This design comes from an exercise in tuning for small area, a short achievable clock period and few clock cycles per item on the open sky130 flow, not from production work. Where RTL was checked, it was by simulation tests only, not by an equivalence proof against the original.

==> run C <==
==> flow/design.v <==
module sha256_unit (
    input  wire         clk,
    input  wire         rst,           
    input  wire         blk_valid,
    output wire         blk_ready,
    input  wire         blk_first,
    input  wire [511:0] blk_data,
    output reg          dig_valid,
    input  wire         dig_ready,
    output wire [255:0] dig_data
);
    localparam [31:0] IV0 = 32'h6a09e667, IV1 = 32'hbb67ae85, IV2 = 32'h3c6ef372, IV3 = 32'ha54ff53a,
                      IV4 = 32'h510e527f, IV5 = 32'h9b05688c, IV6 = 32'h1f83d9ab, IV7 = 32'h5be0cd19;
    function [31:0] rotr(input [31:0] x, input integer n);
        rotr = (x >> n) | (x << (32 - n));
    endfunction
    reg         run;         
    reg  [5:0]  t;           
    reg         fin;         
    reg         acc_done;    
    reg  [1:0]  ph;          
    reg         ivl;         
    reg         nv_r;        
    reg         first_r;     
    wire waiting  = !run && !fin;
    wire merge    = fin && nv_r && !first_r;             
    wire ivload   = waiting && nv_r && first_r && !ivl && !dig_valid;
    wire pre      = waiting && nv_r && (ph == 2'd3) && (ivl == first_r);
    wire rot      = waiting && !dig_valid && (ph != 2'd3) && !ivload;
    wire fstep    = run && acc_done && (t == 6'd61 || t == 6'd62 || t == 6'd63);
    wire use_a    = fstep || fin;                        
    wire cstep    = use_a || rot || pre;                 
    wire start    = pre || merge;                        
    assign blk_ready = run && !acc_done && !dig_valid && (t >= 6'd14) && (t <= 6'd60);
    wire   accept    = blk_valid && blk_ready;
    reg  [31:0] a, b, c, d, e, f, g;
    reg  [31:0] p;                       
    reg  [31:0] w [0:15];                
    reg  [31:0] qa0, qa1, qa2, qa3;      
    reg  [31:0] qe0, qe1, qe2, qe3;      
    assign dig_data = {qa0, qa1, qa2, qa3, qe0, qe1, qe2, qe3};
    wire [31:0] big_s1 = rotr(e, 6) ^ rotr(e, 11) ^ rotr(e, 25);
    wire [31:0] ch     = (e & f) ^ (~e & g);
    wire [31:0] big_s0 = rotr(a, 2) ^ rotr(a, 13) ^ rotr(a, 22);
    wire [31:0] maj    = (a & b) ^ (a & c) ^ (b & c);
    wire [31:0] x_s = p ^ big_s1 ^ ch;
    wire [31:0] x_c = {(p[30:0] & big_s1[30:0]) | (p[30:0] & ch[30:0]) | (big_s1[30:0] & ch[30:0]), 1'b0};
    wire [31:0] e_new = x_s + x_c + d;
    wire [31:0] a_new = x_s + x_c + big_s0 + maj;
    wire [31:0] sum_a = qa3 + (a & {32{use_a}});
    wire [31:0] sum_e = qe3 + (e & {32{use_a}});
    wire [5:0]  kidx = run ? (t + 6'd1) : 6'd0;
    wire [31:0] kt;
    sha256_k u_k (.i(kidx), .k(kt));
    wire [31:0] p_h   = run ? g : qe2;
    wire [31:0] p_new = p_h + kt + w[0];
    wire [31:0] sm0   = rotr(w[14], 7) ^ rotr(w[14], 18) ^ (w[14] >> 3);
    wire [31:0] sm1   = rotr(w[1], 17) ^ rotr(w[1], 19) ^ (w[1] >> 10);
    wire [31:0] w_sch = sm1 + w[6] + sm0 + w[15];
    wire        in_sel = !run || (t <= 6'd13) || (t == 6'd63);
    wire [3:0]  in_idx = run ? ((t == 6'd63) ? 4'd0 : (t[3:0] + 4'd2)) : (start ? 4'd1 : 4'd0);
    wire [31:0] w_in   = blk_data[511 - 32*in_idx -: 32];
    wire [31:0] w_head = in_sel ? w_in : w_sch;
    integer k;
    always @(posedge clk) begin
        if (run) begin
            a <= a_new; b <= a; c <= b; d <= c;
            e <= e_new; f <= e; g <= f;
        end else begin
            a <= sum_a; b <= qa0; c <= qa1; d <= qa2;
            e <= sum_e; f <= qe0; g <= qe1;
        end
        p <= p_new;
        w[0] <= w_head;
        for (k = 1; k < 16; k = k + 1) w[k] <= w[k-1];
        if (ivload) begin
            qa0 <= IV1; qa1 <= IV2; qa2 <= IV3; qa3 <= IV0;
            qe0 <= IV5; qe1 <= IV6; qe2 <= IV7; qe3 <= IV4;
        end else if (cstep) begin
            qa0 <= sum_a; qa1 <= qa0; qa2 <= qa1; qa3 <= qa2;
            qe0 <= sum_e; qe1 <= qe0; qe2 <= qe1; qe3 <= qe2;
        end
    end
    always @(posedge clk) begin
        nv_r    <= blk_valid && !rst;
        first_r <= blk_first;
        if (rst) begin
            run       <= 1'b0;
            t         <= 6'd0;
            fin       <= 1'b0;
            acc_done  <= 1'b0;
            ph        <= 2'd0;
            ivl       <= 1'b0;
            dig_valid <= 1'b0;
        end else begin
            if (dig_valid && dig_ready)
                dig_valid <= 1'b0;
            if (accept)
                acc_done <= 1'b1;
            if (ivload) begin
                ivl <= 1'b1;
                ph  <= 2'd3;
            end
            if (rot)
                ph <= ph + 2'd1;
            if (run) begin
                t <= t + 6'd1;
                if (t == 6'd61 && !acc_done)
                    run <= 1'b0;             
                if (t == 6'd63) begin
                    run <= 1'b0;
                    fin <= 1'b1;
                end
            end
            if (fin) begin
                fin       <= 1'b0;
                dig_valid <= 1'b1;
                ph        <= 2'd0;
            end
            if (start) begin
                run      <= 1'b1;
                t        <= 6'd0;
                acc_done <= 1'b0;
                ivl      <= 1'b0;
                ph       <= 2'd0;
            end
        end
    end
endmodule
module sha256_k (
    input  wire [5:0]  i,
    output reg  [31:0] k
);
    always @(*) begin
        case (i)
            6'd0: k = 32'h428a2f98;
            6'd1: k = 32'h71374491;
            6'd2: k = 32'hb5c0fbcf;
            6'd3: k = 32'he9b5dba5;
            6'd4: k = 32'h3956c25b;
            6'd5: k = 32'h59f111f1;
            6'd6: k = 32'h923f82a4;
            6'd7: k = 32'hab1c5ed5;
            6'd8: k = 32'hd807aa98;
            6'd9: k = 32'h12835b01;
            6'd10: k = 32'h243185be;
            6'd11: k = 32'h550c7dc3;
            6'd12: k = 32'h72be5d74;
            6'd13: k = 32'h80deb1fe;
            6'd14: k = 32'h9bdc06a7;
            6'd15: k = 32'hc19bf174;
            6'd16: k = 32'he49b69c1;
            6'd17: k = 32'hefbe4786;
            6'd18: k = 32'h0fc19dc6;
            6'd19: k = 32'h240ca1cc;
            6'd20: k = 32'h2de92c6f;
            6'd21: k = 32'h4a7484aa;
            6'd22: k = 32'h5cb0a9dc;
            6'd23: k = 32'h76f988da;
            6'd24: k = 32'h983e5152;
            6'd25: k = 32'ha831c66d;
            6'd26: k = 32'hb00327c8;
            6'd27: k = 32'hbf597fc7;
            6'd28: k = 32'hc6e00bf3;
            6'd29: k = 32'hd5a79147;
            6'd30: k = 32'h06ca6351;
            6'd31: k = 32'h14292967;
            6'd32: k = 32'h27b70a85;
            6'd33: k = 32'h2e1b2138;
            6'd34: k = 32'h4d2c6dfc;
            6'd35: k = 32'h53380d13;
            6'd36: k = 32'h650a7354;
            6'd37: k = 32'h766a0abb;
            6'd38: k = 32'h81c2c92e;
            6'd39: k = 32'h92722c85;
            6'd40: k = 32'ha2bfe8a1;
            6'd41: k = 32'ha81a664b;
            6'd42: k = 32'hc24b8b70;
            6'd43: k = 32'hc76c51a3;
            6'd44: k = 32'hd192e819;
            6'd45: k = 32'hd6990624;
            6'd46: k = 32'hf40e3585;
            6'd47: k = 32'h106aa070;
            6'd48: k = 32'h19a4c116;
            6'd49: k = 32'h1e376c08;
            6'd50: k = 32'h2748774c;
            6'd51: k = 32'h34b0bcb5;
            6'd52: k = 32'h391c0cb3;
            6'd53: k = 32'h4ed8aa4a;
            6'd54: k = 32'h5b9cca4f;
            6'd55: k = 32'h682e6ff3;
            6'd56: k = 32'h748f82ee;
            6'd57: k = 32'h78a5636f;
            6'd58: k = 32'h84c87814;
            6'd59: k = 32'h8cc70208;
            6'd60: k = 32'h90befffa;
            6'd61: k = 32'ha4506ceb;
            6'd62: k = 32'hbef9a3f7;
            6'd63: k = 32'hc67178f2;
            default: k = 32'h0;
        endcase
    end
endmodule
==> flow/run.sh <==
#!/bin/bash
# synth_recipe.tcl (not shown) runs the flow's synth.tcl, then flattens the netlist and writes it again
# the make line also repeats each setting of config.mk as NAME=value (left out here)
make -C /OpenROAD-flow-scripts/flow DESIGN_CONFIG=/design/flow/config.mk WORK_HOME=/design/flow/orfs CLKGATE_MAP_FILE= SYNTH_SCRIPT=/design/flow/synth_recipe.tcl finish
==> flow/config.mk <==
export PLATFORM = sky130hd
export DESIGN_NAME = sha256_unit
export DESIGN_NICKNAME = sha256_unit
export VERILOG_FILES = /design/flow/design.v
export SDC_FILE = /design/flow/constraint.sdc
export NUM_CORES = 4
export LEC_CHECK = 0
export CAP_MARGIN = 20
export CORE_MARGIN = 2
export CORE_UTILIZATION = 40
export SLEW_MARGIN = 20
==> flow/constraint.sdc <==
create_clock -name core_clock -period 10.0 [get_ports {clk}]
set_input_delay 2.0000 -clock core_clock [delete_from_list [all_inputs] [get_ports {clk}]]
set_output_delay 2.0000 -clock core_clock [all_outputs]
set_load 0.01 [all_outputs]
==> run F: changes against run C <==
==> flow/design.v, changed modules only <==
module sha256_unit (
    input  wire         clk,
    input  wire         rst,           
    input  wire         blk_valid,
    output wire         blk_ready,
    input  wire         blk_first,
    input  wire [511:0] blk_data,
    output reg          dig_valid,
    input  wire         dig_ready,
    output wire [255:0] dig_data
);
    localparam [31:0] IV0 = 32'h6a09e667, IV1 = 32'hbb67ae85, IV2 = 32'h3c6ef372, IV3 = 32'ha54ff53a,
                      IV4 = 32'h510e527f, IV5 = 32'h9b05688c, IV6 = 32'h1f83d9ab, IV7 = 32'h5be0cd19;
    function [31:0] rotr(input [31:0] x, input integer n);
        rotr = (x >> n) | (x << (32 - n));
    endfunction
    reg         run;         
    reg  [5:0]  t;           
    reg  [5:0]  tk;          
    reg         fin;         
    reg         acc_done;    
    reg  [1:0]  ph;          
    reg         ivl;         
    reg         nv_r;        
    reg         first_r;     
    wire waiting  = !run && !fin;
    wire merge    = fin && nv_r && !first_r;             
    wire ivload   = waiting && nv_r && first_r && !ivl && !dig_valid;
    wire pre      = waiting && nv_r && (ph == 2'd3) && (ivl == first_r);
    wire rot      = waiting && !dig_valid && (ph != 2'd3) && !ivload;
    wire fstep    = run && acc_done && (t == 6'd61 || t == 6'd62 || t == 6'd63);
    wire use_a    = fstep || fin;                        
    wire cstep    = use_a || rot || pre;                 
    wire start    = pre || merge;                        
    assign blk_ready = run && !acc_done && !dig_valid && (t >= 6'd14) && (t <= 6'd60);
    wire   accept    = blk_valid && blk_ready;
    reg  [31:0] a, b, c, d, e, f, g;
    reg  [31:0] p;                       
    reg  [31:0] w [0:15];                
    reg  [31:0] qa0, qa1, qa2, qa3;      
    reg  [31:0] qe0, qe1, qe2, qe3;      
    assign dig_data = {qa0, qa1, qa2, qa3, qe0, qe1, qe2, qe3};
    wire [31:0] big_s1 = rotr(e, 6) ^ rotr(e, 11) ^ rotr(e, 25);
    wire [31:0] ch     = (e & f) ^ (~e & g);
    wire [31:0] big_s0 = rotr(a, 2) ^ rotr(a, 13) ^ rotr(a, 22);
    wire [31:0] maj    = (a & b) ^ (a & c) ^ (b & c);
    function [63:0] csa(input [31:0] x, input [31:0] y, input [31:0] z);
        csa = {x ^ y ^ z, {(x[30:0] & y[30:0]) | (x[30:0] & z[30:0]) | (y[30:0] & z[30:0]), 1'b0}};
    endfunction
    wire [63:0] x  = csa(p, big_s1, ch);
    wire [63:0] xe = csa(x[63:32], x[31:0], d);
    wire [63:0] xa = csa(x[63:32], x[31:0], big_s0);
    wire [63:0] ya = csa(xa[63:32], xa[31:0], maj);
    wire [31:0] e_new = xe[63:32] + xe[31:0];
    wire [31:0] a_new = ya[63:32] + ya[31:0];
    wire [31:0] sum_a = qa3 + (a & {32{use_a}});
    wire [31:0] sum_e = qe3 + (e & {32{use_a}});
    wire [5:0]  kidx = tk & {6{run}};
    wire [31:0] kt;
    sha256_k u_k (.i(kidx), .k(kt));
    wire [31:0] p_h   = run ? g : qe2;
    wire [63:0] xp    = csa(p_h, kt, w[0]);
    wire [31:0] p_new = xp[63:32] + xp[31:0];
    wire [31:0] sm0   = rotr(w[14], 7) ^ rotr(w[14], 18) ^ (w[14] >> 3);
    wire [31:0] sm1   = rotr(w[1], 17) ^ rotr(w[1], 19) ^ (w[1] >> 10);
    wire [63:0] xw0   = csa(sm1, w[6], sm0);
    wire [63:0] xw1   = csa(xw0[63:32], xw0[31:0], w[15]);
    wire [31:0] w_sch = xw1[63:32] + xw1[31:0];
    wire        in_sel = !run || (t <= 6'd13) || (t == 6'd63);
    wire [3:0]  in_idx = run ? ((t == 6'd63) ? 4'd0 : (t[3:0] + 4'd2)) : (start ? 4'd1 : 4'd0);
    wire [31:0] w_in   = blk_data[511 - 32*in_idx -: 32];
    wire [31:0] w_head = in_sel ? w_in : w_sch;
    integer k;
    always @(posedge clk) begin
        if (run) begin
            a <= a_new; b <= a; c <= b; d <= c;
            e <= e_new; f <= e; g <= f;
        end else begin
            a <= sum_a; b <= qa0; c <= qa1; d <= qa2;
            e <= sum_e; f <= qe0; g <= qe1;
        end
        p <= p_new;
        w[0] <= w_head;
        for (k = 1; k < 16; k = k + 1) w[k] <= w[k-1];
        if (ivload) begin
            qa0 <= IV1; qa1 <= IV2; qa2 <= IV3; qa3 <= IV0;
            qe0 <= IV5; qe1 <= IV6; qe2 <= IV7; qe3 <= IV4;
        end else if (cstep) begin
            qa0 <= sum_a; qa1 <= qa0; qa2 <= qa1; qa3 <= qa2;
            qe0 <= sum_e; qe1 <= qe0; qe2 <= qe1; qe3 <= qe2;
        end
    end
    always @(posedge clk) begin
        nv_r    <= blk_valid && !rst;
        first_r <= blk_first;
        if (rst) begin
            run       <= 1'b0;
            t         <= 6'd0;
            tk        <= 6'd1;
            fin       <= 1'b0;
            acc_done  <= 1'b0;
            ph        <= 2'd0;
            ivl       <= 1'b0;
            dig_valid <= 1'b0;
        end else begin
            if (dig_valid && dig_ready)
                dig_valid <= 1'b0;
            if (accept)
                acc_done <= 1'b1;
            if (ivload) begin
                ivl <= 1'b1;
                ph  <= 2'd3;
            end
            if (rot)
                ph <= ph + 2'd1;
            if (run) begin
                t  <= t + 6'd1;
                tk <= tk + 6'd1;
                if (t == 6'd61 && !acc_done)
                    run <= 1'b0;             
                if (t == 6'd63) begin
                    run <= 1'b0;
                    fin <= 1'b1;
                end
            end
            if (fin) begin
                fin       <= 1'b0;
                dig_valid <= 1'b1;
                ph        <= 2'd0;
            end
            if (start) begin
                run      <= 1'b1;
                t        <= 6'd0;
                tk       <= 6'd1;
                acc_done <= 1'b0;
                ivl      <= 1'b0;
                ph       <= 2'd0;
            end
        end
    end
endmodule
==> flow/flow/run.sh (new file) <==
#!/bin/bash
# Own layout flow: the standard flow (standard synthesis unchanged), with
#  - the port buffers made of the smallest buffer cell, and
#  - timing repair aimed at a setup margin below the clock period (the SDC
#    and its clock period are unchanged).
set -euo pipefail
MARGIN=$(cat flow/margin.txt)
bash standard.sh \
  "BUFFER_PORTS_ARGS=-buffer_cell sky130_fd_sc_hd__buf_1" \
  "SETUP_SLACK_MARGIN=${MARGIN}" \
  finish > standard.log 2>&1
==> flow/flow/margin.txt (new file) <==
6
==> flow/standard.sh (new file) <==
#!/bin/bash
# synth_recipe.tcl (not shown) runs the flow's synth.tcl, then flattens the netlist and writes it again
# the make line also repeats each setting of config.mk as NAME=value (left out here)
make -C /OpenROAD-flow-scripts/flow DESIGN_CONFIG=/design/flow/config.mk WORK_HOME=/design/flow/orfs CLKGATE_MAP_FILE= SYNTH_SCRIPT=/design/flow/synth_recipe.tcl "${@:-finish}"
removed: flow/run.sh
==> run D: changes against run C <==
==> flow/design.v, changed modules only <==
module sha256_unit (
    input  wire         clk,
    input  wire         rst,           
    input  wire         blk_valid,
    output wire         blk_ready,
    input  wire         blk_first,
    input  wire [511:0] blk_data,
    output reg          dig_valid,
    input  wire         dig_ready,
    output wire [255:0] dig_data
);
    localparam [31:0] IV0 = 32'h6a09e667, IV1 = 32'hbb67ae85, IV2 = 32'h3c6ef372, IV3 = 32'ha54ff53a,
                      IV4 = 32'h510e527f, IV5 = 32'h9b05688c, IV6 = 32'h1f83d9ab, IV7 = 32'h5be0cd19;
    function [31:0] rotr(input [31:0] x, input integer n);
        rotr = (x >> n) | (x << (32 - n));
    endfunction
    reg         run;         
    reg  [5:0]  t;           
    reg  [5:0]  tk;          
    reg         fin;         
    reg         acc_done;    
    reg  [1:0]  ph;          
    reg         ivl;         
    reg         nv_r;        
    reg         first_r;     
    wire waiting  = !run && !fin;
    wire merge    = fin && nv_r && !first_r;             
    wire ivload   = waiting && nv_r && first_r && !ivl && !dig_valid;
    wire pre      = waiting && nv_r && (ph == 2'd3) && (ivl == first_r);
    wire rot      = waiting && !dig_valid && (ph != 2'd3) && !ivload;
    wire fstep    = run && acc_done && (t == 6'd61 || t == 6'd62 || t == 6'd63);
    wire use_a    = fstep || fin;                        
    wire cstep    = use_a || rot || pre;                 
    wire start    = pre || merge;                        
    assign blk_ready = run && !acc_done && !dig_valid && (t >= 6'd14) && (t <= 6'd60);
    wire   accept    = blk_valid && blk_ready;
    reg  [31:0] a, b, c, d, e, f, g;
    reg  [31:0] p;                       
    reg  [31:0] w [0:15];                
    reg  [31:0] qa0, qa1, qa2, qa3;      
    reg  [31:0] qe0, qe1, qe2, qe3;      
    assign dig_data = {qa0, qa1, qa2, qa3, qe0, qe1, qe2, qe3};
    wire [31:0] big_s1 = rotr(e, 6) ^ rotr(e, 11) ^ rotr(e, 25);
    wire [31:0] ch     = (e & f) ^ (~e & g);
    wire [31:0] big_s0 = rotr(a, 2) ^ rotr(a, 13) ^ rotr(a, 22);
    wire [31:0] maj    = (a & b) ^ (a & c) ^ (b & c);
    function [63:0] csa(input [31:0] x, input [31:0] y, input [31:0] z);
        csa = {x ^ y ^ z, {(x[30:0] & y[30:0]) | (x[30:0] & z[30:0]) | (y[30:0] & z[30:0]), 1'b0}};
    endfunction
    wire [63:0] x  = csa(p, big_s1, ch);
    wire [63:0] xe = csa(x[63:32], x[31:0], d);
    wire [63:0] xa = csa(x[63:32], x[31:0], big_s0);
    wire [63:0] ya = csa(xa[63:32], xa[31:0], maj);
    wire [31:0] e_new = xe[63:32] + xe[31:0];
    wire [31:0] a_new = ya[63:32] + ya[31:0];
    wire [31:0] sum_a = qa3 + (a & {32{use_a}});
    wire [31:0] sum_e = qe3 + (e & {32{use_a}});
    wire [5:0]  kidx = tk & {6{run}};
    wire [31:0] kt;
    sha256_k u_k (.i(kidx), .k(kt));
    wire [31:0] p_h   = run ? g : qe2;
    wire [63:0] xp    = csa(p_h, kt, w[0]);
    wire [31:0] p_new = xp[63:32] + xp[31:0];
    wire [31:0] sm0   = rotr(w[14], 7) ^ rotr(w[14], 18) ^ (w[14] >> 3);
    wire [31:0] sm1   = rotr(w[1], 17) ^ rotr(w[1], 19) ^ (w[1] >> 10);
    wire [63:0] xw0   = csa(sm1, w[6], sm0);
    wire [63:0] xw1   = csa(xw0[63:32], xw0[31:0], w[15]);
    wire [31:0] w_sch = xw1[63:32] + xw1[31:0];
    wire        in_sel = !run || (t <= 6'd13) || (t == 6'd63);
    wire [3:0]  in_idx = run ? ((t == 6'd63) ? 4'd0 : (t[3:0] + 4'd2)) : (start ? 4'd1 : 4'd0);
    wire [31:0] w_in   = blk_data[511 - 32*in_idx -: 32];
    wire [31:0] w_head = in_sel ? w_in : w_sch;
    integer k;
    always @(posedge clk) begin
        if (run) begin
            a <= a_new; b <= a; c <= b; d <= c;
            e <= e_new; f <= e; g <= f;
        end else begin
            a <= sum_a; b <= qa0; c <= qa1; d <= qa2;
            e <= sum_e; f <= qe0; g <= qe1;
        end
        p <= p_new;
        w[0] <= w_head;
        for (k = 1; k < 16; k = k + 1) w[k] <= w[k-1];
        if (ivload) begin
            qa0 <= IV1; qa1 <= IV2; qa2 <= IV3; qa3 <= IV0;
            qe0 <= IV5; qe1 <= IV6; qe2 <= IV7; qe3 <= IV4;
        end else if (cstep) begin
            qa0 <= sum_a; qa1 <= qa0; qa2 <= qa1; qa3 <= qa2;
            qe0 <= sum_e; qe1 <= qe0; qe2 <= qe1; qe3 <= qe2;
        end
    end
    always @(posedge clk) begin
        nv_r    <= blk_valid && !rst;
        first_r <= blk_first;
        if (rst) begin
            run       <= 1'b0;
            t         <= 6'd0;
            tk        <= 6'd1;
            fin       <= 1'b0;
            acc_done  <= 1'b0;
            ph        <= 2'd0;
            ivl       <= 1'b0;
            dig_valid <= 1'b0;
        end else begin
            if (dig_valid && dig_ready)
                dig_valid <= 1'b0;
            if (accept)
                acc_done <= 1'b1;
            if (ivload) begin
                ivl <= 1'b1;
                ph  <= 2'd3;
            end
            if (rot)
                ph <= ph + 2'd1;
            if (run) begin
                t  <= t + 6'd1;
                tk <= tk + 6'd1;
                if (t == 6'd61 && !acc_done)
                    run <= 1'b0;             
                if (t == 6'd63) begin
                    run <= 1'b0;
                    fin <= 1'b1;
                end
            end
            if (fin) begin
                fin       <= 1'b0;
                dig_valid <= 1'b1;
                ph        <= 2'd0;
            end
            if (start) begin
                run      <= 1'b1;
                t        <= 6'd0;
                tk       <= 6'd1;
                acc_done <= 1'b0;
                ivl      <= 1'b0;
                ph       <= 2'd0;
            end
        end
    end
endmodule
--- a/flow/config.mk
+++ b/flow/config.mk
@@ -9,3 +9,4 @@
 export CORE_MARGIN = 2
 export CORE_UTILIZATION = 40
+export SETUP_SLACK_MARGIN = 5
 export SLEW_MARGIN = 20
==> comparison <==
Routed wire length: run D is higher than run C (about 1.3%). Via count: run C is lower than run D (3.3%). The highest cell count belongs to run F, the lowest to run C.
Testbench counts of run C, summed over its fixed seeds: cycles 63,337, blocks 960.
No functional check of the RTL was part of run F and run D.

-- what the ideal ports hide --
No port has a modelled driver above. Below, the same layouts with a new extraction and two added sets of constraints. Step 1: set_driving_cell puts a clkbuf_16 on clk and a buf_2 on each other input, an assumption about the parent block. Step 2 times the ports against the registers' clock, not the clock port: input delays grow and output delays shrink by t, the midpoint of the rising clock arrivals with the driver on. a / b / c = ideal / step 1 / step 2; a / b = the first two.
run	shift t [ns]	setup slack, ns	hold slack, ns
run C	0.785	1.744 / 1.744 / 1.744	0.303 / 0.303 / 0.303
run F	0.808	4.883 / 4.883 / 4.883	0.296 / 0.296 / 0.296
run D	0.805	4.797 / 4.797 / 4.797	0.321 / 0.321 / 0.321
After both steps setup and hold are still met in every run listed.
